Context: an optimization exercise on an open-source flow, tuned for small area, a short achievable clock period and few clock cycles per item. The choices shown serve that exercise and are no tape-out recipe. Function was checked by simulation only, so behaviour that the tests miss may differ from the original.

File: flow/constraint.sdc
create_clock -name core_clock -period 10.0 [get_ports {clk}]
set_input_delay 2.0000 -clock core_clock [delete_from_list [all_inputs] [get_ports {clk}]]
set_output_delay 2.0000 -clock core_clock [all_outputs]
set_load 0.01 [all_outputs]
File: flow/flow/run.sh
#!/bin/bash
# Layout flow: the standard flow (standard.sh) with two changes:
#  - synthesis: ABC maps with flow/abc.script (area-recovering &nf mapping)
#    instead of ORFS's abc_speed.script, and without the 3-input xor/xnor
#    cells; everything else (synth_recipe.tcl: register mapping, flattening,
#    renaming) is unchanged;
#  - the port buffers are buf_2 cells (buffer_ports -buffer_cell).
# Each tool's log stays under orfs/logs; make's own output is in flow_make.log.
set -euo pipefail
WORK="$(cd "$(dirname "${BASH_SOURCE[0]}")/.." && pwd)"
cd "$WORK"
sed -e "s#SYNTH_SCRIPT=[^ ]*#SYNTH_SCRIPT=$WORK/flow/synth.tcl 'BUFFER_PORTS_ARGS=-buffer_cell sky130_fd_sc_hd__buf_2'#" \
    standard.sh > "$WORK/flow_standard.sh"
grep -q "SYNTH_SCRIPT=$WORK/flow/synth.tcl" "$WORK/flow_standard.sh"
export MY_ABC_SCRIPT="$WORK/flow/abc.script"
export FLOW_SYNTH_TCL="$WORK/synth_recipe.tcl"
bash "$WORK/flow_standard.sh" > "$WORK/flow_make.log" 2>&1
File: flow/standard.sh
#!/bin/bash
# synth_recipe.tcl (not shown) runs the flow's synth.tcl, then flattens the netlist and writes it again
# the make line also repeats each setting of config.mk as NAME=value (left out here)
make -C /OpenROAD-flow-scripts/flow DESIGN_CONFIG=/design/flow/config.mk WORK_HOME=/design/flow/orfs CLKGATE_MAP_FILE= SYNTH_SCRIPT=/design/flow/synth_recipe.tcl "${@:-finish}"
File: flow/flow/synth.tcl
# The standard flow's synthesis script, with ABC's mapping script replaced by
# flow/abc.script and the 3-input xor/xnor cells kept out of ABC's mapping
proc abc {args} {
  set i [lsearch -exact $args -script]
  if {$i >= 0} { lset args [expr {$i + 1}] $::env(MY_ABC_SCRIPT) }
  foreach c {xor3_1 xor3_2 xor3_4 xnor3_1 xnor3_2 xnor3_4} {
    lappend args -dont_use sky130_fd_sc_hd__$c
  }
  yosys abc {*}$args
}
source $::env(FLOW_SYNTH_TCL)
File: flow/flow/abc.script
&get -n
&st
&dch
&nf
&put
topo
File: flow/design.v
module aes_sbox (
    input  wire [7:0] a,
    output wire [7:0] y
);
    wire T1, T2, T3, T4, T5, T6, T7, T8, T9, T10, T11, T12, T13, T14, T15, T16, T17, T18, T19, T20, T21, T22, T23, T24, T25, T26, T27, M1, M2, M3, M4, M5, M6, M7, M8, M9, M10, M11, M12, M13, M14, M15, M16, M17, M18, M19, M20, M21, M22, M23, M24, M25, M26, M27, M28, M29, M30, M31, M32, M33, M34, M35, M36, M37, M38, M39, M40, M41, M42, M43, M44, M45, M46, M47, M48, M49, M50, M51, M52, M53, M54, M55, M56, M57, M58, M59, M60, M61, M62, M63, L0, L1, L2, L3, L4, L5, L6, L7, L8, L9, L10, L11, L12, L13, L14, L15, L16, L17, L18, L19, L20, L21, L22, L23, L24, L25, L26, L27, L28, L29;
    wire U0, U1, U2, U3, U4, U5, U6, U7;
    assign {U0, U1, U2, U3, U4, U5, U6, U7} = a;
    assign T1 = U0 ^ U3;
    assign T2 = U0 ^ U5;
    assign T3 = U0 ^ U6;
    assign T4 = U3 ^ U5;
    assign T5 = U4 ^ U6;
    assign T6 = T1 ^ T5;
    assign T7 = U1 ^ U2;
    assign T8 = U7 ^ T6;
    assign T9 = U7 ^ T7;
    assign T10 = T6 ^ T7;
    assign T11 = U1 ^ U5;
    assign T12 = U2 ^ U5;
    assign T13 = T3 ^ T4;
    assign T14 = T6 ^ T11;
    assign T15 = T5 ^ T11;
    assign T16 = T5 ^ T12;
    assign T17 = T9 ^ T16;
    assign T18 = U3 ^ U7;
    assign T19 = T7 ^ T18;
    assign T20 = T1 ^ T19;
    assign T21 = U6 ^ U7;
    assign T22 = T7 ^ T21;
    assign T23 = T2 ^ T22;
    assign T24 = T2 ^ T10;
    assign T25 = T20 ^ T17;
    assign T26 = T3 ^ T16;
    assign T27 = T1 ^ T12;
    assign M1 = T13 & T6;
    assign M2 = T23 & T8;
    assign M3 = T14 ^ M1;
    assign M4 = T19 & U7;
    assign M5 = M4 ^ M1;
    assign M6 = T3 & T16;
    assign M7 = T22 & T9;
    assign M8 = T26 ^ M6;
    assign M9 = T20 & T17;
    assign M10 = M9 ^ M6;
    assign M11 = T1 & T15;
    assign M12 = T4 & T27;
    assign M13 = M12 ^ M11;
    assign M14 = T2 & T10;
    assign M15 = M14 ^ M11;
    assign M16 = M3 ^ M2;
    assign M17 = M5 ^ T24;
    assign M18 = M8 ^ M7;
    assign M19 = M10 ^ M15;
    assign M20 = M16 ^ M13;
    assign M21 = M17 ^ M15;
    assign M22 = M18 ^ M13;
    assign M23 = M19 ^ T25;
    assign M24 = M22 ^ M23;
    assign M25 = M22 & M20;
    assign M26 = M21 ^ M25;
    assign M27 = M20 ^ M21;
    assign M28 = M23 ^ M25;
    assign M29 = M28 & M27;
    assign M30 = M26 & M24;
    assign M31 = M20 & M23;
    assign M32 = M27 & M31;
    assign M33 = M27 ^ M25;
    assign M34 = M21 & M22;
    assign M35 = M24 & M34;
    assign M36 = M24 ^ M25;
    assign M37 = M21 ^ M29;
    assign M38 = M32 ^ M33;
    assign M39 = M23 ^ M30;
    assign M40 = M35 ^ M36;
    assign M41 = M38 ^ M40;
    assign M42 = M37 ^ M39;
    assign M43 = M37 ^ M38;
    assign M44 = M39 ^ M40;
    assign M45 = M42 ^ M41;
    assign M46 = M44 & T6;
    assign M47 = M40 & T8;
    assign M48 = M39 & U7;
    assign M49 = M43 & T16;
    assign M50 = M38 & T9;
    assign M51 = M37 & T17;
    assign M52 = M42 & T15;
    assign M53 = M45 & T27;
    assign M54 = M41 & T10;
    assign M55 = M44 & T13;
    assign M56 = M40 & T23;
    assign M57 = M39 & T19;
    assign M58 = M43 & T3;
    assign M59 = M38 & T22;
    assign M60 = M37 & T20;
    assign M61 = M42 & T1;
    assign M62 = M45 & T4;
    assign M63 = M41 & T2;
    assign L0 = M61 ^ M62;
    assign L1 = M50 ^ M56;
    assign L2 = M46 ^ M48;
    assign L3 = M47 ^ M55;
    assign L4 = M54 ^ M58;
    assign L5 = M49 ^ M61;
    assign L6 = M62 ^ L5;
    assign L7 = M46 ^ L3;
    assign L8 = M51 ^ M59;
    assign L9 = M52 ^ M53;
    assign L10 = M53 ^ L4;
    assign L11 = M60 ^ L2;
    assign L12 = M48 ^ M51;
    assign L13 = M50 ^ L0;
    assign L14 = M52 ^ M61;
    assign L15 = M55 ^ L1;
    assign L16 = M56 ^ L0;
    assign L17 = M57 ^ L1;
    assign L18 = M58 ^ L8;
    assign L19 = M63 ^ L4;
    assign L20 = L0 ^ L1;
    assign L21 = L1 ^ L7;
    assign L22 = L3 ^ L12;
    assign L23 = L18 ^ L2;
    assign L24 = L15 ^ L9;
    assign L25 = L6 ^ L10;
    assign L26 = L7 ^ L9;
    assign L27 = L8 ^ L10;
    assign L28 = L11 ^ L14;
    assign L29 = L11 ^ L17;
    assign y[7] = L6 ^ L24;
    assign y[6] = ~(L16 ^ L26);
    assign y[5] = ~(L19 ^ L28);
    assign y[4] = L6 ^ L21;
    assign y[3] = L20 ^ L22;
    assign y[2] = L25 ^ L29;
    assign y[1] = ~(L13 ^ L27);
    assign y[0] = ~(L6 ^ L23);
endmodule
module aes_subshift (
    input  wire [127:0] st,
    output wire [127:0] sr
);
    wire [127:0] sb;
    genvar i;
    generate
        for (i = 0; i < 16; i = i + 1) begin : g_sbox
            aes_sbox u_sbox (.a(st[127-8*i -: 8]), .y(sb[127-8*i -: 8]));
        end
        for (i = 0; i < 16; i = i + 1) begin : g_shift
            assign sr[127-8*i -: 8] = sb[127-8*(((i / 4 + i % 4) % 4) * 4 + i % 4) -: 8];
        end
    endgenerate
endmodule
module aes_mixcols (
    input  wire [127:0] a,
    output wire [127:0] y
);
    genvar c;
    generate
        for (c = 0; c < 4; c = c + 1) begin : g_col
            wire [7:0] a0 = a[127-32*c -: 8];
            wire [7:0] a1 = a[119-32*c -: 8];
            wire [7:0] a2 = a[111-32*c -: 8];
            wire [7:0] a3 = a[103-32*c -: 8];
            wire [7:0] u0 = a0 ^ a1;
            wire [7:0] u1 = a1 ^ a2;
            wire [7:0] u2 = a2 ^ a3;
            wire [7:0] u3 = a3 ^ a0;
            wire [7:0] x0 = {u0[6:0], 1'b0} ^ {3'b000, u0[7], u0[7], 1'b0, u0[7], u0[7]};
            wire [7:0] x1 = {u1[6:0], 1'b0} ^ {3'b000, u1[7], u1[7], 1'b0, u1[7], u1[7]};
            wire [7:0] x2 = {u2[6:0], 1'b0} ^ {3'b000, u2[7], u2[7], 1'b0, u2[7], u2[7]};
            wire [7:0] x3 = {u3[6:0], 1'b0} ^ {3'b000, u3[7], u3[7], 1'b0, u3[7], u3[7]};
            assign y[127-32*c -: 32] = {x0 ^ (u1 ^ a3),
                                        x1 ^ (u2 ^ a0),
                                        x2 ^ (u3 ^ a1),
                                        x3 ^ (u0 ^ a2)};
        end
    endgenerate
endmodule
module key_cmac (
    input  wire         clk,
    input  wire         rst,
    input  wire         start,
    output wire         ready,
    output reg          done,
    input  wire [255:0] key,      
    input  wire [511:0] data,     
    input  wire [6:0]   len,      
    output wire [127:0] mac       
);
    wire [255:0] kb;
    genvar i;
    generate
        for (i = 0; i < 32; i = i + 1) begin : g_key
            assign kb[255 - 8*i -: 8] = key[8*i +: 8];
        end
    endgenerate
    reg         busy;
    reg [3:0]   rnd;       
    reg [2:0]   blk;       
    reg [6:0]   lenr;      
    reg         kv;        
    reg [127:0] st;        
    reg [255:0] win;       
    reg [127:0] lk;        
    assign ready = !busy;
    generate
        for (i = 0; i < 16; i = i + 1) begin : g_mac
            assign mac[8*i +: 8] = st[127 - 8*i -: 8];
        end
    endgenerate
    wire [127:0] sr, mc;
    aes_subshift u_ss (.st(st), .sr(sr));
    aes_mixcols  u_mc (.a(sr), .y(mc));
    wire [127:0] rk = win[127:0];
    wire [31:0] wsb;
    aes_sbox u_ks0 (.a(win[31:24]), .y(wsb[31:24]));
    aes_sbox u_ks1 (.a(win[23:16]), .y(wsb[23:16]));
    aes_sbox u_ks2 (.a(win[15:8]),  .y(wsb[15:8]));
    aes_sbox u_ks3 (.a(win[7:0]),   .y(wsb[7:0]));
    reg [7:0] rcon;
    always @(*) begin
        case (rnd)
            4'd1:    rcon = 8'h01;
            4'd3:    rcon = 8'h02;
            4'd5:    rcon = 8'h04;
            4'd7:    rcon = 8'h08;
            4'd9:    rcon = 8'h10;
            4'd11:   rcon = 8'h20;
            4'd13:   rcon = 8'h40;
            default: rcon = 8'h00;
        endcase
    end
    wire [31:0]  t   = rnd[0] ? {wsb[23:0], wsb[31:24]} : wsb;
    wire [31:0]  p0  = win[255:224] ^ {rcon, 24'd0};
    wire [31:0]  p1  = p0 ^ win[223:192];
    wire [31:0]  p2  = p1 ^ win[191:160];
    wire [31:0]  p3  = p2 ^ win[159:128];
    wire [127:0] nrk = {p0 ^ t, p1 ^ t, p2 ^ t, p3 ^ t};
    wire       hit   = kv && (win == kb);
    wire       go    = !busy && start;
    wire       fin   = busy && (rnd == 4'd14);
    wire       load  = busy && (rnd == 4'd0);
    wire       rndm  = busy && !fin && !load;
    wire [2:0] nblk  = lenr[6:4] + {2'b00, lenr[3:0] != 4'd0};
    wire       lastb = (blk == nblk);
    wire       blk0  = (blk == 3'd0);
    wire       mid   = fin && !blk0 && !lastb;       
    wire       ldm   = load || mid;                  
    wire       nlast = (blk + 3'd1 == nblk);
    wire       full  = (lenr[3:0] == 4'd0);
    reg [127:0] mblk;
    integer p;
    always @(*) begin
        for (p = 0; p < 16; p = p + 1) begin
            if ({blk[1:0], p[3:0]} < lenr)
                mblk[127 - 8*p -: 8] = data[8*(16*blk[1:0] + p) +: 8];
            else if ({blk[1:0], p[3:0]} == lenr)
                mblk[127 - 8*p -: 8] = 8'h80;
            else
                mblk[127 - 8*p -: 8] = 8'h00;
        end
    end
    wire [127:0] k1 = {lk[126:0], 1'b0} ^ (lk[127] ? 128'h87 : 128'h0);
    wire [127:0] k2 = {k1[126:0], 1'b0} ^ (k1[127] ? 128'h87 : 128'h0);
    wire [127:0] bm = mblk ^ (nlast ? (full ? k1 : k2) : 128'd0);
    wire [127:0] a  = rndm ? mc : (fin ? sr : 128'd0);
    wire [127:0] bk = (rndm || fin) ? rk : 128'd0;
    wire [127:0] bw = (!busy || load || mid) ? kb[255:128] : 128'd0;
    wire [127:0] nst = (a ^ (bk ^ bw)) ^ (bm & {128{ldm}});
    always @(posedge clk) begin
        if (busy || start)
            st <= nst;
        if (fin && blk0)
            lk <= nst;
        win <= (rndm && !(rnd == 4'd14)) ? {win[127:0], nrk} : kb;
        if (!busy)
            lenr <= len;
        if (!busy || (fin && lastb))
            blk <= 3'd0;
        else if (ldm)
            blk <= blk + 3'd1;
        if ((fin && blk0) || (go && hit))
            rnd <= 4'd0;
        else if (rndm)
            rnd <= rnd + 4'd1;
        else
            rnd <= 4'd1;
    end
    always @(posedge clk) begin
        if (rst) begin
            busy <= 1'b0;
            done <= 1'b0;
            kv   <= 1'b0;
        end else begin
            done <= fin && !blk0 && lastb;
            if (!busy)
                busy <= start;
            else if (fin && !blk0 && lastb)
                busy <= 1'b0;
            if (fin && !blk0 && lastb)
                kv <= 1'b1;
            else if (!busy && !start)
                kv <= 1'b0;
        end
    end
endmodule
File: flow/config.mk
export PLATFORM = sky130hd
export DESIGN_NAME = key_cmac
export DESIGN_NICKNAME = key_cmac
export VERILOG_FILES = /design/flow/design.v
export SDC_FILE = /design/flow/constraint.sdc
export NUM_CORES = 8
export LEC_CHECK = 0
export CAP_MARGIN = 20
export CORE_MARGIN = 2
export CORE_UTILIZATION = 65
export SETUP_SLACK_MARGIN = 4
export SLEW_MARGIN = 20
==> flow_summary.json, run 1 <==
{
  "core_area_um2": 88370,
  "cts_root_buf": "clkbuf_16",
  "final_nets": 8963,
  "synth_ff_type": "dfxtp_1",
  "drv_slew": 0,
  "dr_total_vias": 62550,
  "start_util": 0.6565,
  "cts_tree": "built",
  "max_freq_ghz": 0.1461,
  "ff2ff_setup_slack_ps": 3160,
  "tightest_slew_ps": 1321,
  "outcome": "no timing/DRC/antenna violations",
  "nFillCells": 5167,
  "fin_area_um2": 73930,
  "crit_type": "reg -> reg",
  "synth_seq_cells": 529,
  "grt_pass1_vias": 56348,
  "vias_per_cell": 6.661,
  "rows": 109,
  "finalWirelength_um": 267400,
  "slew_headroom": 0.1102,
  "fin_crit_sh": 0.6844,
  "cts_buffer_depth": 3,
  "clock_latency_ps": 710,
  "synth_cells": 6879,
  "track_usage": 0.5175,
  "crit_path_start_kind": "flip-flop",
  "routabilityCongestion": 1.065,
  "die_h_um": 302.8,
  "grt_pass1_wl_um": 352500,
  "drcViolationCount": 0,
  "cts_inserted_buffers": 60,
  "dieArea_um2": 91660,
  "finalHoldViolCount": 0,
  "rsz0062_at_grt": "yes",
  "synth_area_um2": 58020,
  "yosys-top-cells-area": "xnor2_1 31%, edfxtp_1 14%, xor2_1 11%",
  "synthArstFlopShare": 0,
  "yosys_warnings": 1,
  "dp.final_hpwl_um": 191700,
  "placed_area_um2": 64450,
  "htreeDepth": 2,
  "drv_cap": 0,
  "cp-end-kind": "flip-flop",
  "grt_overflow": 0,
  "multi_input_area_um2": 50100,
  "wl_per_cell_um": 28.48,
  "regArea_um2": 13260,
  "io_pins": 908,
  "cts_sinks": 529,
  "synth_cell_types": 62,
  "firstDrtPassIters": 8,
  "finClkSkew_ps": 70.58,
  "hold_class": "reg -> reg",
  "synth-edff-count": 263,
  "drive_gt1_frac": 0.2518,
  "period_needed_ps": 6844,
  "drt_iter0_drc": 10267,
  "grt_max_degree": 237,
  "syn_area_per_cell_um2": 8.434,
  "required_ps": 10410,
  "synth.largest_area_cell": "xnor2_1",
  "area_delta_synth_final_pct": 27.43,
  "synth_top_area_share": 0.3130,
  "clkSlewWorstSetupHoldPaths_ps": 70,
  "hold_slack_ps": 469.3,
  "cp.arrival_ps": 7250,
  "synth_nets": 7708,
  "antenna_found_initial": 52,
  "seq_area_frac_synth": 0.2279,
  "ant_nets": 0,
  "die_x_um": 302.8,
  "portBuffers": 907,
  "finalSetupViolCount": 0,
  "cp_max_fo": 4
}
[cell usage after synthesis, types with 9 or more instances]
cell type,count
xnor2_1,2073
nand2_1,1288
xor2_1,746
a21oi_1,454
nor2_1,393
dfxtp_1,266
edfxtp_1,263
o21ai_0,184
mux4_2,128
nand3_1,115
nand4_1,78
nor3_1,70
a21o_1,53
a211oi_1,51
ha_1,51
o211ai_1,48
clkinv_1,46
nand2b_1,40
a31oi_1,38
or3_1,37
and2_0,35
nor2b_1,35
and3_1,32
mux2i_1,32
a211o_1,31
nor4_1,24
o211a_1,21
or2_0,21
a311oi_1,20
a32oi_1,19
o21a_1,16
a21boi_0,15
o22ai_1,15
a22oi_1,11
a221oi_1,10
mux2_1,9
o31ai_1,9
[logic make-up (layout without fill, tap and decap cells)]
logic type | Yosys count | after routing | share of synthesized area
compound gates | 1064 | 1064 | 0.1137
xor+xnor | 2819 | 2819 | 0.4256
fa+ha+maj | 51 | 51 | 0.01100
buf+inv | 46 | 1353 | 0.002976
flops | 529 | 529 | 0.2279
mux | 169 | 169 | 0.05696
other cells | 0 | 40 | 0
simple gates | 2201 | 2201 | 0.1619
[stage by stage]
stage / utilization / setup TNS (ps) / std cells / setup slack (ps)
6_report: 0.8366 / 0 / 9391 / 3156
5_1_grt: 0.8361 / 0 / 9373 / 3051
4_1_cts: 0.7814 / 0 / 9165 / 3911
3_5_place_dp: 0.7292 / 0 / 8989 / 2616
3_3_place_gp: 0.7292 / 0 / 8989 / 2689
2_1_floorplan: - / -357990 / 6879 / -1430
[final timing paths]
kind / from / endpoint / cells past startpoint
max: st[66]$_DFFE_PN_ / lk[47]$_DFFE_PP_ / 23
min: win[36]$_DFF_P_ / win[164]$_DFF_P_ / 2
max reg2reg: st[66]$_DFFE_PN_ / lk[47]$_DFFE_PP_ / 23
min reg2reg: win[36]$_DFF_P_ / win[164]$_DFF_P_ / 2
[cell type report]
| type | count | area share |
|---|---|---|
| Inverter | 46 | 0.002556 |
| Clock buffer | 69 | 0.02119 |
| Antenna cell | 40 | 0.001354 |
| Clock inverter | 45 | 0.006177 |
| Tap cell | 1165 | 0.01972 |
| Timing Repair Buffer | 1193 | 0.09202 |
| Multi-Input combinational cell | 6304 | 0.6777 |
| Sequential cell | 529 | 0.1793 |
[state kept, by name, summed over array words and instances (netlist names)]
name / flops
rnd: 4
win: 256
blk: 3
busy: 1
lk: 128
st: 128
kv: 1
lenr: 7
done: 1
[worst max-delay path: stages (launching register included)]
cell	delay, ps
edfxtp_1	370
buf_4	210
xnor2_2	590
xnor2_4	300
xnor2_1	320
clkinv_1	130
ha_1	340
xor2_1	190
xnor2_1	260
xor2_1	150
buf_4	160
o211ai_1	260
o22ai_2	170
xnor2_2	290
xor2_1	270
nor2_1	150
xnor2_2	350
xnor2_1	190
xnor2_2	360
xnor2_1	190
xnor2_1	120
xnor2_1	520
a21oi_1	240
xnor2_2	430
[cell usage in the layout, fill, tap and decap left out, types with 57 or more instances in the layout]
cell / count
xnor2_1: 1697
nand2_1: 1285
buf_2: 907
xor2_1: 632
a21oi_1: 427
nor2_1: 387
xnor2_2: 311
buf_4: 276
edfxtp_1: 263
dfxtp_1: 244
o21ai_0: 154
mux4_2: 128
nand3_1: 114
xor2_2: 89
nand4_1: 78
xnor2_4: 65
clkbuf_16: 61
nor3_1: 57
[per-layer routing]
layer / track usage / part of all wire / vias to the layer above
met1: 0.5928 / 0.32 / 29139
li1: - / - / 26039
met4: 0.4202 / 0.11 / 36
met5: 0.03313 / 0.0022 / -
met2: 0.7484 / 0.41 / 5611
met3: 0.2219 / 0.17 / 1725
[timing repair]
| item | 4_1_cts | 5_1_grt |
|---|---|---|
| gates resized for setup | 291 | 476 |
| endpoints found under the setup margin | 322 | 344 |
| pin swaps | 44 | 107 |
| buffers inserted | 62 | 186 |
| hold buffers | 0 | 0 |
Testbench counts, summed over its fixed seeds: cycles 17,296, items 384.
==> run 2: changes to the inputs <==
--- a/flow/design.v
+++ b/flow/design.v
@@ -241,18 +241,19 @@
     wire       load  = busy && (rnd == 4'd0);
     wire       rndm  = busy && !fin && !load;
-    wire [2:0] nblk  = lenr[6:4] + {2'b00, lenr[3:0] != 4'd0};
+    wire [6:0] jlen  = busy ? lenr : len;
+    wire [2:0] nblk  = jlen[6:4] + {2'b00, jlen[3:0] != 4'd0};
     wire       lastb = (blk == nblk);
     wire       blk0  = (blk == 3'd0);
     wire       mid   = fin && !blk0 && !lastb;       
-    wire       ldm   = load || mid;                  
+    wire       ldm   = (go && hit) || load || mid;   
     wire       nlast = (blk + 3'd1 == nblk);
-    wire       full  = (lenr[3:0] == 4'd0);
+    wire       full  = (jlen[3:0] == 4'd0);
     reg [127:0] mblk;
     integer p;
     always @(*) begin
         for (p = 0; p < 16; p = p + 1) begin
-            if ({blk[1:0], p[3:0]} < lenr)
+            if ({blk[1:0], p[3:0]} < jlen)
                 mblk[127 - 8*p -: 8] = data[8*(16*blk[1:0] + p) +: 8];
-            else if ({blk[1:0], p[3:0]} == lenr)
+            else if ({blk[1:0], p[3:0]} == jlen)
                 mblk[127 - 8*p -: 8] = 8'h80;
             else
@@ -263,11 +264,12 @@
     wire [127:0] k2 = {k1[126:0], 1'b0} ^ (k1[127] ? 128'h87 : 128'h0);
     wire [127:0] bm = mblk ^ (nlast ? (full ? k1 : k2) : 128'd0);
-    wire [127:0] a  = rndm ? mc : (fin ? sr : 128'd0);
+    wire         hold = !busy && !start;
+    wire [127:0] a  = rndm ? mc : (fin ? sr : (hold ? st : 128'd0));
     wire [127:0] bk = (rndm || fin) ? rk : 128'd0;
-    wire [127:0] bw = (!busy || load || mid) ? kb[255:128] : 128'd0;
-    wire [127:0] nst = (a ^ (bk ^ bw)) ^ (bm & {128{ldm}});
+    wire [127:0] bw = (go || load || mid) ? kb[255:128] : 128'd0;
+    wire [127:0] e  = (bk ^ bw) ^ (bm & {128{ldm}});
+    wire [127:0] nst = a ^ e;
     always @(posedge clk) begin
-        if (busy || start)
-            st <= nst;
+        st <= nst;
         if (fin && blk0)
             lk <= nst;
@@ -275,9 +277,11 @@
         if (!busy)
             lenr <= len;
-        if (!busy || (fin && lastb))
+        if (go && hit)
+            blk <= 3'd1;
+        else if (!busy || (fin && lastb))
             blk <= 3'd0;
         else if (ldm)
             blk <= blk + 3'd1;
-        if ((fin && blk0) || (go && hit))
+        if (fin && blk0)
             rnd <= 4'd0;
         else if (rndm)
--- a/flow/config.mk
+++ b/flow/config.mk
@@ -11,2 +11,3 @@
 export SETUP_SLACK_MARGIN = 4
 export SLEW_MARGIN = 20
+export SYNTH_HIERARCHICAL = 1
==> run 2 against run 1 <==
Effect of this change: still clean on timing, DRC and antenna; wire length fell by 2.3%; non-clock buffer count is 84 lower; clock-buffer cell count rose by 8; first-iteration DRC count increased by 1.3%.
==> flow_summary.json, run 2 <==
{
  "fin_tns_setup_ps": 0,
  "mostFrequentLayoutCell": "xnor2_1",
  "nFillCells": 5381,
  "syn_area_per_cell_um2": 8.285,
  "cts_root_buf": "clkbuf_16",
  "io_pins": 908,
  "rows": 108,
  "ff2ff_setup_slack_ps": 3720,
  "drcViolationCount": 0,
  "yosys-top-cells-area": "xnor2_1 26%, xor2_1 16%, dfxtp_1 14%",
  "crit_type": "reg -> reg",
  "finClkSkew_ps": 29.84,
  "synth_cell_types": 40,
  "mostFrequentLayoutCells": "1364 x xnor2_1, 1246 x nand2_1, 907 x buf_2",
  "synth_nets": 7677,
  "required_ps": 10440,
  "holdPathEnd": "win[250]$_DFF_P_",
  "htreeDepth": 2,
  "grt_overflow": 0,
  "wl_per_cell_um": 28.28,
  "dieArea_um2": 89670,
  "portBuffers": 907,
  "min_from": "win[122]$_DFF_P_",
  "firstDrtPassIters": 12,
  "clock_latency_ps": 660,
  "drt_iter0_drc": 10400,
  "period_needed_ps": 6275,
  "outcome": "no timing/DRC/antenna violations",
  "yosys_warnings": 7,
  "drv_cap": 0,
  "reg_top3": "win x256, lk x128, st x128",
  "dr_total_vias": 62346,
  "reg2reg_from": "st[82]$_DFF_P_",
  "vias_per_cell": 6.752,
  "crit_path_start_kind": "flip-flop",
  "synth_cells": 6848,
  "regMostFlops": "win",
  "finalSetupViolCount": 0,
  "ant_nets": 0,
  "grt_pass1_vias": 56500,
  "drv_slew": 0,
  "finalWirelength_um": 261200,
  "area_delta_synth_final_pct": 25.43,
  "die_x_um": 299.4,
  "grt_pass1_wl_um": 352000,
  "cts_buffer_depth": 3,
  "synth_ff_type": "dfxtp_1",
  "cts.hold.buffers_added": 0,
  "synth_top_area_share": 0.2610,
  "largest_reg_flops": 256,
  "synth_most_common_cell": "xnor2_1",
  "routabilityCongestion": 1.132,
  "drive_gt1_frac": 0.2466,
  "tightest_slew_ps": 1452,
  "placed_area_um2": 63300,
  "cts_inserted_buffers": 57,
  "cts_sinks": 529,
  "slew_headroom": 0.03212,
  "max_freq_ghz": 0.1594,
  "core_area_um2": 86620,
  "hold_class": "reg -> reg",
  "synth.largest_area_cell": "xnor2_1",
  "fin_crit_sh": 0.6275,
  "final_nets": 8845,
  "synth_common_cells": "1691 x xnor2_1, 1249 x nand2_1, 1025 x xor2_1",
  "clkSlewWorstSetupHoldPaths_ps": 70,
  "grt_max_degree": 277,
  "antenna_found_initial": 25,
  "dp.final_hpwl_um": 192600,
  "synth_area_um2": 56740,
  "synth_seq_cells": 529,
  "cp-end-kind": "flip-flop",
  "finalHoldViolCount": 0,
  "fin_area_um2": 71170,
  "die_h_um": 299.4,
  "ff2ff_path_depth": 21,
  "cp.arrival_ps": 6710,
  "synthArstFlopShare": 0,
  "rr_endpoint": "lk[101]$_DFFE_PP_",
  "seq_area_frac_synth": 0.2092,
  "track_usage": 0.5204,
  "start_util": 0.6550,
  "cp_max_fo": 6,
  "synth-edff-count": 128,
  "rsz0062_at_grt": "yes",
  "holdPathStages": 2,
  "cts_tree": "built"
}
-- run 2: cell types whose count changed after synthesis, sizes merged, moves of 59 or more --
cell,before,now
a21oi,454,345
a22o,6,128
dfxtp,266,401
edfxtp,263,128
nand3,115,27
nand4,78,19
nor2,393,288
nor3,70,143
o21a,16,101
o21ai,184,426
xnor2,2073,1691
xor2,746,1025
-- run 2: worst max path at each step --
| stage | from | to | slack [ps] |
|---|---|---|---|
| after floorplan | len[2] | lk[0]$_DFFE_PP_ | -1180 |
| after global placement | len[0] | lk[58]$_DFFE_PP_ | 2880 |
| after detailed placement | len[0] | lk[56]$_DFFE_PP_ | 2790 |
| after CTS | st[111]$_DFF_P_ | lk[41]$_DFFE_PP_ | 3910 |
| after global routing | st[85]$_DFF_P_ | lk[101]$_DFFE_PP_ | 3570 |
| final | st[82]$_DFF_P_ | lk[101]$_DFFE_PP_ | 3720 |
-- run 2: per-module statistics from Yosys, one instance, submodules excluded, excerpt --
module	area, µm²	copies in the design	flip-flops and latches	cells
aes_sbox	1012	20	0	139
key_cmac	32710	1	529	3636
aes_mixcols	3784	1	0	432
-- run 2: what timing repair did --
item | in CTS | in global routing
setup buffers | 9 | 147
setup endpoints to repair | 308 | 318
gates resized for setup | 254 | 440
cloned | 1 | 0
pin swaps | 6 | 77
-- run 2: cells by family (layout without fill, tap and decap cells) --
logic type                 Yosys count  count (layout)  synth area share
AOI/OAI and AO/OA                 1385            1385            0.1546
xor gates and xnor gates          2716            2716            0.4193
adders and majority gates           51              51           0.01125
buffers and inverters               35            1248          0.002316
DFF                                529             529            0.2092
muxes                              167             167           0.05769
other                                0              18                 0
and+or+nand+nor                   1965            1965            0.1457
-- run 2: per-stage QoR --
stage | instances | setup slack, ps | util | hold WS [ps]
after global placement | 8954 | 2880 | 0.7308 | 450.7
after floorplan | 6848 | -1184 | - | 442.5
after CTS | 9068 | 3915 | 0.7756 | 465.7
after global routing | 9224 | 3566 | 0.8213 | 487.0
after detailed placement | 8954 | 2794 | 0.7308 | 454.8
final | 9234 | 3725 | 0.8216 | 465.4
-- run 2: critical path: stages (launching register included) --
cell and delay [ps]:
dfxtp_2 530, xor2_2 320, xnor2_2 180, xnor2_1 260, ha_1 290, xor2_1 160, xnor2_1 160, xnor2_2 320
clkinv_1 170, nor3_1 300, o22ai_1 220, nor2_1 270, xor2_1 380, xnor2_1 210, xor2_1 220, xnor2_2 450
xnor2_1 260, xnor2_1 250, xnor2_1 100, a21oi_1 490, xnor2_1 180, xnor2_1 330
-- run 2: area by class of cell --
| cell class | count | area, µm² | area share |
|---|---|---|---|
| antenna | 18 | 45.04 | 0.0006329 |
| clock buffer | 77 | 1634 | 0.02296 |
| clock inverter | 27 | 324.1 | 0.004554 |
| timing repair buffer | 1109 | 6216 | 0.08734 |
| tap | 1155 | 1445 | 0.02031 |
| inverter | 35 | 136.4 | 0.001916 |
| sequential | 529 | 12000 | 0.1687 |
| multi-input combinational | 6284 | 49360 | 0.6936 |
-- run 2: layer usage --
metal / vias up / GRT usage / wire length, µm
met4: 24 / 0.4083 / 28830
met3: 1815 / 0.2011 / 43870
li1: 25959 / - / -
met1: 28853 / 0.6084 / 82740
met2: 5695 / 0.7627 / 105300
met5: - / 0.01111 / 386
Testbench counts of run 2, summed over its fixed seeds: cycles 17,107, items 384.
==> run 3: changes to the inputs <==
--- a/flow/design.v
+++ b/flow/design.v
@@ -176,4 +176,29 @@
     endgenerate
 endmodule
+module aes_tail (
+    input  wire [127:0] mc,
+    input  wire [127:0] sr,
+    input  wire [127:0] st,
+    input  wire         sel_mc,
+    input  wire         sel_sr,
+    input  wire         sel_st,
+    input  wire [127:0] e,
+    output wire [127:0] y
+);
+    wire [127:0] a = ({128{sel_mc}} & mc) | ({128{sel_sr}} & sr) | ({128{sel_st}} & st);
+    assign y = a ^ e;
+endmodule
+module aes_kstail (
+    input  wire [31:0]  wsb,
+    input  wire         rot,
+    input  wire [127:0] p,
+    input  wire [127:0] wlo,
+    input  wire [255:0] kb,
+    input  wire         shift,
+    output wire [255:0] y
+);
+    wire [31:0] t = rot ? {wsb[23:0], wsb[31:24]} : wsb;
+    assign y = shift ? {wlo, p ^ {t, t, t, t}} : kb;
+endmodule
 module key_cmac (
     input  wire         clk,
@@ -198,4 +223,5 @@
     reg [2:0]   blk;       
     reg [6:0]   lenr;      
+    reg [5:0]   lm1;       
     reg         kv;        
     reg [127:0] st;        
@@ -230,30 +256,29 @@
         endcase
     end
-    wire [31:0]  t   = rnd[0] ? {wsb[23:0], wsb[31:24]} : wsb;
     wire [31:0]  p0  = win[255:224] ^ {rcon, 24'd0};
     wire [31:0]  p1  = p0 ^ win[223:192];
     wire [31:0]  p2  = p1 ^ win[191:160];
     wire [31:0]  p3  = p2 ^ win[159:128];
-    wire [127:0] nrk = {p0 ^ t, p1 ^ t, p2 ^ t, p3 ^ t};
+    wire [255:0] nwin;
     wire       hit   = kv && (win == kb);
     wire       go    = !busy && start;
     wire       fin   = busy && (rnd == 4'd14);
-    wire       load  = busy && (rnd == 4'd0);
-    wire       rndm  = busy && !fin && !load;
-    wire [6:0] jlen  = busy ? lenr : len;
-    wire [2:0] nblk  = jlen[6:4] + {2'b00, jlen[3:0] != 4'd0};
-    wire       lastb = (blk == nblk);
+    wire       lkld  = busy && (rnd == 4'd0);        
+    wire       load  = (lkld && !one) || (busy && rnd == 4'd15);
+    wire       rndm  = busy && !fin && !lkld && !(rnd == 4'd15);
+    wire       one   = (lm1[5:4] == 2'd0);            
+    wire       lastb = (blk == {1'b0, lm1[5:4]} + 3'd1);
     wire       blk0  = (blk == 3'd0);
     wire       mid   = fin && !blk0 && !lastb;       
-    wire       ldm   = (go && hit) || load || mid;   
-    wire       nlast = (blk + 3'd1 == nblk);
-    wire       full  = (jlen[3:0] == 4'd0);
+    wire       ldm   = load || mid;                  
+    wire       nlast = (blk == {1'b0, lm1[5:4]});
+    wire       full  = (lenr[3:0] == 4'd0);
     reg [127:0] mblk;
     integer p;
     always @(*) begin
         for (p = 0; p < 16; p = p + 1) begin
-            if ({blk[1:0], p[3:0]} < jlen)
+            if ({blk[1:0], p[3:0]} < lenr)
                 mblk[127 - 8*p -: 8] = data[8*(16*blk[1:0] + p) +: 8];
-            else if ({blk[1:0], p[3:0]} == jlen)
+            else if ({blk[1:0], p[3:0]} == lenr)
                 mblk[127 - 8*p -: 8] = 8'h80;
             else
@@ -265,19 +290,22 @@
     wire [127:0] bm = mblk ^ (nlast ? (full ? k1 : k2) : 128'd0);
     wire         hold = !busy && !start;
-    wire [127:0] a  = rndm ? mc : (fin ? sr : (hold ? st : 128'd0));
     wire [127:0] bk = (rndm || fin) ? rk : 128'd0;
     wire [127:0] bw = (go || load || mid) ? kb[255:128] : 128'd0;
     wire [127:0] e  = (bk ^ bw) ^ (bm & {128{ldm}});
-    wire [127:0] nst = a ^ e;
+    wire [127:0] nst;
+    aes_tail u_tail (.mc(mc), .sr(sr), .st(st), .sel_mc(rndm), .sel_sr(fin),
+                     .sel_st(hold), .e(e), .y(nst));
+    aes_kstail u_kst (.wsb(wsb), .rot(rnd[0]), .p({p0, p1, p2, p3}), .wlo(win[127:0]),
+                      .kb(kb), .shift(rndm), .y(nwin));
     always @(posedge clk) begin
         st <= nst;
-        if (fin && blk0)
-            lk <= nst;
-        win <= (rndm && !(rnd == 4'd14)) ? {win[127:0], nrk} : kb;
-        if (!busy)
+        if (lkld)
+            lk <= st;
+        win <= nwin;
+        if (!busy) begin
             lenr <= len;
-        if (go && hit)
-            blk <= 3'd1;
-        else if (!busy || (fin && lastb))
+            lm1  <= len[5:0] - 6'd1;
+        end
+        if (!busy || (fin && lastb))
             blk <= 3'd0;
         else if (ldm)
@@ -285,4 +313,6 @@
         if (fin && blk0)
             rnd <= 4'd0;
+        else if ((lkld && one) || (go && hit))
+            rnd <= 4'd15;
         else if (rndm)
             rnd <= rnd + 4'd1;
==> flow/flow/run.sh (replaced) <==
#!/bin/bash
# Layout flow: the standard flow (standard.sh) with two changes:
#  - synthesis: ABC maps with flow/abc.script (area-recovering &nf mapping;
#    flow/abc_sbox.script for the S-box module) instead of ORFS's
#    abc_speed.script, and without the 3-input xor/xnor cells; everything
#    else (synth_recipe.tcl: register mapping, flattening, renaming) is
#    unchanged;
#  - the port buffers are buf_1 cells (buffer_ports -buffer_cell).
# Each tool's log stays under orfs/logs; make's own output is in flow_make.log.
set -euo pipefail
WORK="$(cd "$(dirname "${BASH_SOURCE[0]}")/.." && pwd)"
cd "$WORK"
sed -e "s#SYNTH_SCRIPT=[^ ]*#SYNTH_SCRIPT=$WORK/flow/synth.tcl 'BUFFER_PORTS_ARGS=-buffer_cell sky130_fd_sc_hd__buf_1'#" \
    standard.sh > "$WORK/flow_standard.sh"
grep -q "SYNTH_SCRIPT=$WORK/flow/synth.tcl" "$WORK/flow_standard.sh"
export MY_ABC_SCRIPT="$WORK/flow/abc.script"
export MY_ABC_SBOX_SCRIPT="$WORK/flow/abc_sbox.script"
export FLOW_SYNTH_TCL="$WORK/synth_recipe.tcl"
bash "$WORK/flow_standard.sh" > "$WORK/flow_make.log" 2>&1
==> flow/flow/abc_sbox.script (new file) <==
&get -n
&st
&dch
&nf -R 1000
&put
topo
==> flow/flow/synth.tcl (replaced) <==
# The standard flow's synthesis script, with ABC's mapping script replaced by
# flow/abc.script (flow/abc_sbox.script for the S-box module) and the
# 3-input xor/xnor cells kept out of ABC's mapping
proc abc {args} {
  set i [lsearch -exact $args -script]
  foreach c {xor3_1 xor3_2 xor3_4 xnor3_1 xnor3_2 xnor3_4} {
    lappend args -dont_use sky130_fd_sc_hd__$c
  }
  if {$i < 0} {
    yosys abc {*}$args
    return
  }
  set sbox $args
  lset sbox [expr {$i + 1}] $::env(MY_ABC_SBOX_SCRIPT)
  lset args [expr {$i + 1}] $::env(MY_ABC_SCRIPT)
  yosys abc {*}$sbox aes_sbox
  yosys abc {*}$args * aes_sbox %d
}
source $::env(FLOW_SYNTH_TCL)
==> run 3 against run 2 <==
Effect of this change: first-iteration DRC count decreased by 29%; largest cell class unchanged; synthesized area down 3.6%; via count shrank 15%; global-route usage shrank 2.8 points; non-clock buffer count decreased by 53; clock skew up 2.3 ps; worst hold slack improved by 50 ps.
==> flow_summary.json, run 3 <==
{
  "vias_per_cell": 6.283,
  "cp_num_cells": 22,
  "die_x_um": 294.0,
  "drive_gt1_frac": 0.1165,
  "synth_cell_types": 43,
  "drt_iter0_drc": 7433,
  "cts_sinks": 531,
  "crit_type": "reg -> reg",
  "start_util": 0.6553,
  "grt_max_degree": 245,
  "area_delta_synth_final_pct": 21.16,
  "rr_endpoint": "st[121]$_DFF_P_",
  "yosys-top-cells-area": "xnor2_1 35%, dfxtp_1 14%, xor2_1 14%",
  "drcViolationCount": 0,
  "crit_buf_inv": 3,
  "dp_slack_ps": 3099,
  "cts_root_buf": "clkbuf_16",
  "synth_cells": 6192,
  "slew_headroom": 0.1586,
  "synth_common_cells": "2173 x xnor2_1, 850 x xor2_1, 844 x nor2_1",
  "outcome": "no timing/DRC/antenna violations",
  "nFillCells": 5761,
  "synth-edff-count": 137,
  "largest_reg_flops": 256,
  "rows": 106,
  "finalHoldViolCount": 0,
  "wl_per_cell_um": 26.73,
  "syn_area_per_cell_um2": 8.829,
  "core_area_um2": 83420,
  "cp-end-kind": "flip-flop",
  "routabilityCongestion": 1.130,
  "drv_cap": 0,
  "crit_path_end": "st[121]$_DFF_P_",
  "hold_class": "reg -> reg",
  "cts_buffer_depth": 3,
  "fin_tns_setup_ps": 0,
  "rsz0062_at_grt": "yes",
  "period_needed_ps": 6028,
  "required_ps": 10530,
  "cpMostUsedCell": "xnor2_1",
  "dieArea_um2": 86440,
  "grt_pass1_wl_um": 317700,
  "dr_total_vias": 53158,
  "ff2ff_path_depth": 22,
  "io_pins": 908,
  "synth_most_common_cell": "xnor2_1",
  "crit_family": "XOR/XNOR gates",
  "finClkSkew_ps": 32.11,
  "max_freq_ghz": 0.1659,
  "cts_inserted_buffers": 59,
  "regMostFlops": "win",
  "reg_top3": "win x256, lk x128, st x128",
  "cp_max_fo": 6,
  "track_usage": 0.4926,
  "grt_overflow": 0,
  "crit_path_top_delay_cell": "xnor2_1",
  "worstPathCellList": "xnor2_2, xor2_1, nor2_2, xor2_1, xnor2_1, xnor2_2, clkinv_1, o21ai_0, xor2_1, buf_4, xor2_1, xnor2_1, nor2_1, xnor2_2, buf_4, xor2_2, xnor2_1, xor2_1, xnor2_1, xnor2_1, a222oi_1, xnor2_1",
  "fin_ws_ps": 3972,
  "synth_area_um2": 54670,
  "cts_tree": "built",
  "finalSetupViolCount": 0,
  "clkSlewWorstSetupHoldPaths_ps": 60,
  "reg2reg_from": "st[83]$_DFF_P_",
  "synthArstFlopShare": 0,
  "portBuffers": 907,
  "finalWirelength_um": 226100,
  "antenna_found_initial": 32,
  "mostFrequentLayoutCell": "xnor2_1",
  "htreeDepth": 2,
  "mostFrequentLayoutCells": "1889 x xnor2_1, 907 x buf_1, 836 x nor2_1",
  "fin_crit_sh": 0.6028,
  "drv_slew": 0,
  "cp.arrival_ps": 6560,
  "crit_start": "st[83]$_DFF_P_",
  "synth.largest_area_cell": "xnor2_1",
  "firstDrtPassIters": 11,
  "clock_latency_ps": 680,
  "synth_top_area_share": 0.3481,
  "dp.final_hpwl_um": 175900,
  "ff2ff_setup_slack_ps": 3970,
  "synth_seq_cells": 531,
  "yosys_warnings": 7,
  "critPathMaxStageDelay_ps": 460,
  "final_nets": 8138,
  "tightest_slew_ps": 1253,
  "grt_pass1_vias": 50183,
  "seq_area_frac_synth": 0.2195,
  "synth_ff_type": "dfxtp_1",
  "crit_path_start_kind": "flip-flop",
  "die_h_um": 294.0,
  "synth_nets": 7021,
  "cts.hold.buffers_added": 0,
  "ant_nets": 0
}
## run 3: cell types whose count changed after synthesis, sizes merged, moves of 50 or more
| cell | previous run | this run |
|---|---|---|
| nand2 | 1249 | 584 |
| nor2 | 288 | 844 |
| xnor2 | 1691 | 2173 |
| o21ai | 426 | 50 |
| xor2 | 1025 | 850 |
| a21oi | 345 | 184 |
| a222oi | 0 | 128 |
| mux2 | 0 | 128 |
| a22o | 128 | 20 |
| o21a | 101 | 0 |
| a211oi | 65 | 5 |
| o211a | 60 | 0 |
| nor4 | 69 | 18 |
| nand4 | 19 | 69 |
## run 3: stage by stage
step,utilization,std cells,instance area [µm²],hold slack (ps)
after floorplan,-,6192,54710,447.7
after detailed placement,0.7173,8220,59840,501.8
final,0.7940,8460,66230,515.6
after CTS,0.7618,8350,63550,515.2
after global routing,0.7937,8450,66210,537.9
after global placement,0.7173,8220,59840,471.9
## run 3: repair_timing
| action | 4_1_cts | 5_1_grt |
|---|---|---|
| gates resized for setup | 238 | 290 |
| setup endpoints to repair | 180 | 244 |
| gates cloned | 0 | 0 |
| pin swaps | 17 | 68 |
| buffers inserted | 19 | 88 |
| hold endpoints to repair | 0 | 0 |
## run 3: layout make-up
class,count,area [µm²],area share
Inverter,59,239.0,0.003608
Multi-Input combinational cell,5602,45930,0.6935
Timing Repair Buffer,1056,4581,0.06916
Tap cell,1080,1351,0.02040
Antenna cell,21,52.55,0.0007934
Clock buffer,81,1693,0.02556
Sequential cell,531,12120,0.1830
Clock inverter,30,267.8,0.004043
## run 3: layer usage
| layer | vias to the layer above | global-route usage | wire (µm) |
|---|---|---|---|
| met2 | 3956 | 0.7405 | 96050 |
| met1 | 25031 | 0.5823 | 76960 |
| met5 | - | 0 | 184 |
| met3 | 1079 | 0.1560 | 31000 |
| met4 | 28 | 0.3864 | 21920 |
| li1 | 23064 | - | - |
## run 3: worst min path at each step
stage / depth (start not counted) / startpoint / slack (ps) / end
after floorplan: 2 / kv$_SDFFE_PP0P_ / 450 / kv$_SDFFE_PP0P_
after detailed placement: 1 / win[90]$_DFF_P_ / 500 / win[218]$_DFF_P_
final: 1 / win[76]$_DFF_P_ / 520 / win[204]$_DFF_P_
after global placement: 2 / kv$_SDFFE_PP0P_ / 470 / kv$_SDFFE_PP0P_
after global routing: 1 / win[80]$_DFF_P_ / 540 / win[208]$_DFF_P_
after CTS: 1 / win[48]$_DFF_P_ / 520 / win[176]$_DFF_P_
## run 3: kinds of logic (layout without fill, tap and decap cells)
group	after synthesis	count (layout)	share of synthesized area
AOI/OAI and AO/OA	489	489	0.06313
DFF	531	531	0.2195
adders and majority gates	51	51	0.01167
and+or+nand+nor	1751	1751	0.1323
buffers and inverters	59	1226	0.004051
other	0	21	0
xor gates and xnor gates	3023	3023	0.4843
muxes	288	288	0.08496
## run 3: Yosys stat by module, one instance, submodules excluded, excerpt
module | area [µm²] | cells inside
key_cmac | 26360 | 2520
aes_kstail | 4004 | 544
aes_mixcols | 3784 | 432
aes_tail | 2402 | 256
aes_sbox | 905.9 | 122
Testbench counts of run 3, summed over its fixed seeds: cycles 17,345, items 384.
==> run 4: changes to the inputs <==
--- a/flow/flow/run.sh
+++ b/flow/flow/run.sh
@@ -3,7 +3,7 @@
 #  - synthesis: ABC maps with flow/abc.script (area-recovering &nf mapping;
 #    flow/abc_sbox.script for the S-box module) instead of ORFS's
-#    abc_speed.script, and without the 3-input xor/xnor cells; everything
-#    else (synth_recipe.tcl: register mapping, flattening, renaming) is
-#    unchanged;
+#    abc_speed.script, without the 3-input xor/xnor cells and without
+#    yosys's half/full adder extraction; everything else (synth_recipe.tcl:
+#    register mapping, flattening, renaming) is unchanged;
 #  - the port buffers are buf_1 cells (buffer_ports -buffer_cell).
 # Each tool's log stays under orfs/logs; make's own output is in flow_make.log.
--- a/flow/flow/synth.tcl
+++ b/flow/flow/synth.tcl
@@ -1,5 +1,6 @@
 # The standard flow's synthesis script, with ABC's mapping script replaced by
-# flow/abc.script (flow/abc_sbox.script for the S-box module) and the
-# 3-input xor/xnor cells kept out of ABC's mapping
+# flow/abc.script (flow/abc_sbox.script for the S-box module), the 3-input
+# xor/xnor cells kept out of ABC's mapping, and no half/full adder
+# extraction (ABC maps that logic with the rest)
 proc abc {args} {
   set i [lsearch -exact $args -script]
@@ -17,3 +18,4 @@
   yosys abc {*}$args * aes_sbox %d
 }
+proc extract_fa {args} {}
 source $::env(FLOW_SYNTH_TCL)
==> run 4 against run 3 <==
Effect of this change: clock skew increased by 7.5 ps; critical path depth down 3; wire length is 2.2% higher; synthesized cell count grew 4.7%; design area down 1.9%; critical endpoint is now win[30]$_DFF_P_.
==> flow_summary.json, run 4 <==
{
  "synth_area_um2": 53810,
  "rr_endpoint": "win[30]$_DFF_P_",
  "reg_top3": "win x256, lk x128, st x128",
  "grt_use_met1": 0.5842,
  "area_delta_synth_final_pct": 20.71,
  "cts_buffer_depth": 3,
  "drv_cap": 0,
  "antenna_found_initial": 21,
  "crit_path_end": "win[30]$_DFF_P_",
  "fin_ws_ps": 3969,
  "dr_total_vias": 56207,
  "cts_tree": "built",
  "synth_ff_type": "dfxtp_1",
  "vias_per_cell": 6.449,
  "finClkSkew_ps": 39.61,
  "period_needed_ps": 6031,
  "cp-end-kind": "flip-flop",
  "synth_seq_cells": 531,
  "worstPathCellList": "xor2_2, xnor2_1, xnor2_1, nor2_1, xnor2_1, xnor2_1, clkinv_1, nor2_1, xor2_1, a21oi_1, xor2_1, xor2_1, nor2_1, xnor2_2, xnor2_1, xnor2_1, mux2i_1, xor2_1, a21oi_1",
  "syn_area_per_cell_um2": 8.299,
  "placed_area_um2": 59210,
  "yosys-top-cells-area": "xnor2_1 33%, xor2_1 15%, dfxtp_1 15%",
  "drt_iter0_drc": 8128,
  "cpMostUsedCell": "xnor2_1",
  "mostFrequentLayoutCell": "xnor2_1",
  "io_pins": 908,
  "cts_root_buf": "clkbuf_16",
  "synth_cells": 6483,
  "ant_nets": 0,
  "dp.final_hpwl_um": 174000,
  "crit_path_start_kind": "flip-flop",
  "crit_buf_inv": 1,
  "grt_use_met2": 0.7628,
  "firstDrtPassIters": 14,
  "dieArea_um2": 85090,
  "hold_slack_ps": 521.7,
  "use_met3": 0.1824,
  "stdcell_count": 8715,
  "fin_area_um2": 64950,
  "wl_per_cell_um": 26.52,
  "rows": 105,
  "clkSlewWorstSetupHoldPaths_ps": 70,
  "crit_path_top_delay_cell": "mux2i_1",
  "required_ps": 10530,
  "dp_slack_ps": 3259,
  "finalSetupViolCount": 0,
  "largest_reg_flops": 256,
  "busiest_layer": "met2",
  "crit_start": "win[31]$_DFF_P_",
  "cts_sinks": 531,
  "core_area_um2": 81980,
  "routabilityCongestion": 1.053,
  "synth_nets": 7261,
  "cp.arrival_ps": 6560,
  "mostFrequentLayoutCells": "1770 x xnor2_1, 907 x buf_1, 861 x nand2_1",
  "cts.hold.buffers_added": 0,
  "cp_num_cells": 19,
  "synth_common_cells": "2010 x xnor2_1, 912 x xor2_1, 861 x nand2_1",
  "drv_slew": 0,
  "clock_latency_ps": 690,
  "ff2ff_setup_slack_ps": 3970,
  "synth.largest_area_cell": "xnor2_1",
  "rsz0062_at_grt": "yes",
  "seq_area_frac_synth": 0.2231,
  "grt_pass1_vias": 53097,
  "fin_crit_sh": 0.6031,
  "dp.cells": 8521,
  "regMostFlops": "win",
  "yosys_warnings": 7,
  "grt_max_degree": 130,
  "crit_family": "XOR/XNOR gates",
  "drive_gt1_frac": 0.09173,
  "cts_inserted_buffers": 60,
  "finalHoldViolCount": 0,
  "critPathMaxStageDelay_ps": 900,
  "synth_top_area_share": 0.3272,
  "tightest_slew_ps": 1406,
  "start_util": 0.6563,
  "reg2reg_from": "win[31]$_DFF_P_",
  "synth_most_common_cell": "xnor2_1",
  "cp_max_fo": 8,
  "synth_cell_types": 42,
  "synth-edff-count": 137,
  "crit_type": "reg -> reg",
  "outcome": "no timing/DRC/antenna violations",
  "htreeDepth": 2,
  "hold_class": "reg -> reg",
  "grt_overflow": 0,
  "ff2ff_path_depth": 19,
  "track_usage": 0.5081,
  "max_freq_ghz": 0.1658,
  "drcViolationCount": 0,
  "portBuffers": 907,
  "grt_pass1_wl_um": 328500,
  "die_h_um": 291.7,
  "finalWirelength_um": 231200,
  "final_nets": 8349,
  "synthArstFlopShare": 0,
  "die_x_um": 291.7,
  "slew_headroom": 0.05603
}
==> run 4: changes by cell type after synthesis, moves of 32 or more <==
cell      delta
a222oi_1    +43
o21ai_0     +48
nand2_1    +277
a21oi_1    +229
nor2_1     -280
xnor2_1    -163
and2_0      +39
ha_1        -51
o22ai_1     +32
xor2_1      +62
nand2b_1    -58
and3_1      +99
a22oi_1    +135
mux4_2     -128
==> run 4: worst min-delay path by stage <==
stage / slack [ps] / to / cells after the start / startpoint
global route: 540 / win[243]$_DFF_P_ / 1 / win[115]$_DFF_P_
CTS: 520 / win[207]$_DFF_P_ / 1 / win[79]$_DFF_P_
floorplan: 450 / kv$_SDFFE_PP0P_ / 2 / kv$_SDFFE_PP0P_
finish: 520 / win[254]$_DFF_P_ / 1 / win[126]$_DFF_P_
global placement: 470 / kv$_SDFFE_PP0P_ / 2 / kv$_SDFFE_PP0P_
detailed placement: 500 / win[194]$_DFF_P_ / 1 / win[66]$_DFF_P_
==> run 4: layout make-up <==
class	instances	area [µm²]
Fill cell	5536	17030
Clock buffer	73	1600
Timing Repair Buffer	1026	4349
Inverter	65	244.0
Sequential cell	531	12110
Tap cell	1070	1339
Multi-Input combinational cell	5887	44810
Antenna cell	25	62.56
Clock inverter	38	436.7
==> run 4: logic make-up after synthesis <==
logic type | synth area share
XOR/XNOR | 0.4756
AND/OR/NAND/NOR | 0.1456
buffers and inverters | 0.004534
flip-flops | 0.2231
multiplexers | 0.03332
AO/OA/AOI/OAI | 0.1179
==> run 4: timing repair <==
item                                    CTS  global route
resized for setup                       175           309
setup buffers                            11            47
endpoints found under the setup margin  163           240
pin swaps                                 6            37
==> run 4: through the flow <==
| step | TNS, ps | utilization |
|---|---|---|
| after detailed placement | 0 | 0.7222 |
| after floorplan | -9959160 | - |
| after CTS | 0 | 0.7629 |
| after global routing | 0 | 0.7919 |
| final | 0 | 0.7923 |
| after global placement | 0 | 0.7219 |
==> run 4: per-layer routing <==
metal  vias up  share of wire  wire length (µm)
li1      24241              -                 -
met1     26147           0.33             77300
met2      4503           0.41             95810
met3      1302           0.15             34080
met4        14           0.10             23850
met5         -        0.00054               125
==> run 4: per-module statistics from Yosys, one instance, submodules excluded, excerpt <==
module / flip-flops and latches / copies in the design / cell area, µm²
aes_tail: 0 / 1 / 2402
aes_sbox: 0 / 20 / 898.4
aes_kstail: 0 / 1 / 4004
aes_mixcols: 0 / 1 / 3784
key_cmac: 531 / 1 / 25650
==> run 4: worst reg2reg max path: stages (launching register included) <==
cell and delay, ps:
dfxtp_1 600, xor2_2 410, xnor2_1 230, xnor2_1 250, nor2_1 100, xnor2_1 150
xnor2_1 340, clkinv_1 180, nor2_1 190, xor2_1 100, a21oi_1 410, xor2_1 380
xor2_1 300, nor2_1 140, xnor2_2 390, xnor2_1 220, xnor2_1 230, mux2i_1 910
xor2_1 250, a21oi_1 100
==> run 5: changes to the inputs <==
--- a/flow/design.v
+++ b/flow/design.v
@@ -198,6 +198,9 @@
     output wire [255:0] y
 );
-    wire [31:0] t = rot ? {wsb[23:0], wsb[31:24]} : wsb;
-    assign y = shift ? {wlo, p ^ {t, t, t, t}} : kb;
+    wire        sel_r = shift && rot;
+    wire        sel_n = shift && !rot;
+    wire [31:0] t = ({32{sel_r}} & {wsb[23:0], wsb[31:24]}) | ({32{sel_n}} & wsb);
+    wire [255:0] base = shift ? {wlo, p} : kb;
+    assign y = base ^ {128'd0, t, t, t, t};
 endmodule
 module key_cmac (
==> run 5 against run 4 <==
Effect of this change: synthesized area rose by 0.25%; sequential cell count did not move; global-route usage fell by 0.58 points; core utilization barely moved; fmax fell by 0.47%; sequential share of layout area barely moved; design area rose by 0.11%.
==> flow_summary.json, run 5 <==
{
  "routabilityCongestion": 1.084,
  "regMostFlops": "win",
  "synth_area_um2": 53940,
  "cts_buffer_depth": 3,
  "core_area_um2": 82110,
  "ant_nets": 0,
  "hold_class": "reg -> reg",
  "synth_ff_type": "dfxtp_1",
  "drcViolationCount": 0,
  "cts_root_buf": "clkbuf_16",
  "synth-edff-count": 137,
  "dp_slack_ps": 3041,
  "synth_top_area_share": 0.3472,
  "grt_pass1_wl_um": 323800,
  "track_usage": 0.5023,
  "cts_tree": "built",
  "reg2reg_from": "busy$_SDFF_PP0_",
  "slew_headroom": 0.1369,
  "cts_sinks": 531,
  "die_h_um": 292.1,
  "synth.largest_area_cell": "xnor2_1",
  "yosys_warnings": 7,
  "antenna_found_initial": 12,
  "max_freq_ghz": 0.1650,
  "crit_path_start_kind": "flip-flop",
  "tightest_slew_ps": 1285,
  "cp.arrival_ps": 6570,
  "grt_pass1_vias": 51666,
  "vias_per_cell": 6.388,
  "rows": 105,
  "crit_type": "reg -> reg",
  "wl_per_cell_um": 26.57,
  "ff2ff_path_depth": 11,
  "outcome": "no timing/DRC/antenna violations",
  "firstDrtPassIters": 10,
  "synth_seq_cells": 531,
  "clkSlewWorstSetupHoldPaths_ps": 60,
  "cp_max_fo": 70,
  "grt_overflow": 0,
  "period_needed_ps": 6060,
  "grt_max_degree": 143,
  "dp.final_hpwl_um": 174500,
  "finClkSkew_ps": 30.89,
  "cts_inserted_buffers": 61,
  "fin_crit_sh": 0.6060,
  "area_delta_synth_final_pct": 20.55,
  "io_pins": 908,
  "holdPathEnd": "kv$_SDFFE_PP0P_",
  "start_util": 0.6569,
  "synth_common_cells": "2138 x xnor2_1, 861 x nand2_1, 784 x xor2_1",
  "final_nets": 8238,
  "nFillCells": 5743,
  "yosys-top-cells-area": "xnor2_1 35%, dfxtp_1 15%, xor2_1 13%",
  "synth_cells": 6357,
  "mostFrequentLayoutCells": "1908 x xnor2_1, 907 x buf_1, 861 x nand2_1",
  "seq_area_frac_synth": 0.2225,
  "finalHoldViolCount": 0,
  "drv_slew": 0,
  "portBuffers": 907,
  "rsz0062_at_grt": "no",
  "mostFrequentLayoutCell": "xnor2_1",
  "finalSetupViolCount": 0,
  "fin_tns_setup_ps": 0,
  "cp-end-kind": "flip-flop",
  "required_ps": 10510,
  "reg_top3": "win x256, lk x128, st x128",
  "min_from": "kv$_SDFFE_PP0P_",
  "largest_reg_flops": 256,
  "synth_nets": 7135,
  "fin_ws_ps": 3940,
  "drv_cap": 0,
  "ff2ff_setup_slack_ps": 3940,
  "synthArstFlopShare": 0,
  "synth_most_common_cell": "xnor2_1",
  "syn_area_per_cell_um2": 8.485,
  "dieArea_um2": 85300,
  "rr_endpoint": "st[73]$_DFF_P_",
  "synth_cell_types": 42,
  "finalWirelength_um": 228200,
  "htreeDepth": 2,
  "die_x_um": 292.1,
  "clock_latency_ps": 670,
  "holdPathStages": 2,
  "drive_gt1_frac": 0.09096,
  "dr_total_vias": 54873,
  "drt_iter0_drc": 8262
}
## run 5: cell count changes after synthesis, sizes merged
cell,previous run,this run
xor2,912,784
a22o,1,33
xnor2,2010,2138
and2,41,42
mux2i,34,130
nor2b,28,29
nor2,564,436
a21oi,413,285
## run 5: cell type report
class,instances,area (µm²),area share
Clock buffer,77,1753,0.02696
Multi-Input combinational cell,5761,44780,0.6887
Clock inverter,35,339.1,0.005215
Timing Repair Buffer,1040,4441,0.06829
Tap cell,1070,1339,0.02059
Inverter,65,247.7,0.003810
Antenna cell,11,27.53,0.0004234
Sequential cell,531,12100,0.1860
## run 5: kinds of logic (layout without fill, tap and decap cells)
family          count (synthesis)  count (layout)  synth area share
xor+xnor                     2922            2922            0.4745
simple gates                 1717            1717            0.1365
compound gates                863             863            0.1109
flops                         531             531            0.2225
mux                           259             259           0.05106
buf+inv                        65            1217          0.004523
other cells                     0              11                 0
## run 5: what timing repair did
item / 4_1_cts / 5_1_grt
endpoints found under the hold margin: 0 / 0
setup endpoints to repair: 126 / 219
gates resized for setup: 163 / 294
buffers inserted: 14 / 59
pin swaps: 8 / 46
hold buffers: 0 / 0
## run 5: how the worst max path moves through the flow
stage / depth (start not counted) / slack (ps) / startpoint / to
3_5_place_dp: 21 / 3040 / st[39]$_DFF_P_ / st[1]$_DFF_P_
6_report: 11 / 3940 / busy$_SDFF_PP0_ / st[73]$_DFF_P_
3_3_place_gp: 21 / 2960 / st[39]$_DFF_P_ / st[3]$_DFF_P_
4_1_cts: 21 / 3970 / st[33]$_DFF_P_ / st[1]$_DFF_P_
2_1_floorplan: 3 / -27500 / rnd[3]$_SDFF_PP0_ / st[0]$_DFF_P_
5_1_grt: 21 / 3900 / st[81]$_DFF_P_ / st[115]$_DFF_P_
## run 5: metal layers
layer | global-route usage | share of wire | up-vias
met3 | 0.1506 | 0.14 | 1093
met4 | 0.4139 | 0.10 | 10
met2 | 0.7567 | 0.42 | 4113
met5 | 0 | 0.00034 | -
li1 | - | - | 23899
met1 | 0.5899 | 0.34 | 25758
## run 5: metrics by stage
stage / hold WS (ps) / cells / area, µm² / utilization
finish: 496.4 / 8590 / 65020 / 0.7919
detailed placement: 474.7 / 8394 / 59320 / 0.7224
global route: 514.4 / 8583 / 65000 / 0.7917
floorplan: 447.9 / 6357 / 53980 / -
CTS: 488.6 / 8520 / 62670 / 0.7632
global placement: 465.5 / 8394 / 59310 / 0.7223
## run 5: worst max-delay path, stage by stage, from the launching register on
cell	delay, ps
dfxtp_1	510
clkinvlp_4	550
nor4b_4	350
buf_4	710
o221ai_1	350
nand4b_1	190
buf_4	650
buf_4	740
nand2_1	210
xnor2_1	1050
xnor2_1	210
xnor2_1	190
## run 5: modules after synthesis (local to each module, per instance), a selection
module       copies in the design  cells inside
key_cmac                        1          2751
aes_mixcols                     1           432
aes_tail                        1           256
aes_sbox                       20           125
aes_kstail                      1           418
Testbench counts of run 5, summed over its fixed seeds: cycles 17,345, items 384.

-- what the ideal ports hide --
The results above use ideal ports. As a check the final layouts listed here were re-extracted and re-timed, cells and wires unchanged. Step 1 (the two cells are an assumption about what drives the block):
set clk [get_ports {clk}]
set_driving_cell -lib_cell sky130_fd_sc_hd__clkbuf_16 $clk
set_driving_cell -lib_cell sky130_fd_sc_hd__buf_2 [delete_from_list [all_inputs] $clk]
Step 2 times the ports against the registers' clock, not the clock port: input delays grow and output delays shrink by t, the midpoint of the rising clock arrivals with the driver on. Three values: ideal ports, drivers, drivers and shift; two values: the first two.
run	t (ns)	setup WS [ns]	pins driven straight from the clock port
run 1	0.754	3.156 / 3.156 / 3.156	1
run 2	0.716	3.725 / 3.725 / 3.274	1
run 3	0.743	3.972 / 3.972 / 3.972	1
run 4	0.747	3.969 / 3.969 / 3.969	1
run 5	0.728	3.940 / 3.940 / 3.940	1
After both steps every run listed still meets setup and hold. The setup slack of run 2, which loses most, moves by 0.000 ns with the drivers and by -0.451 ns with both steps.
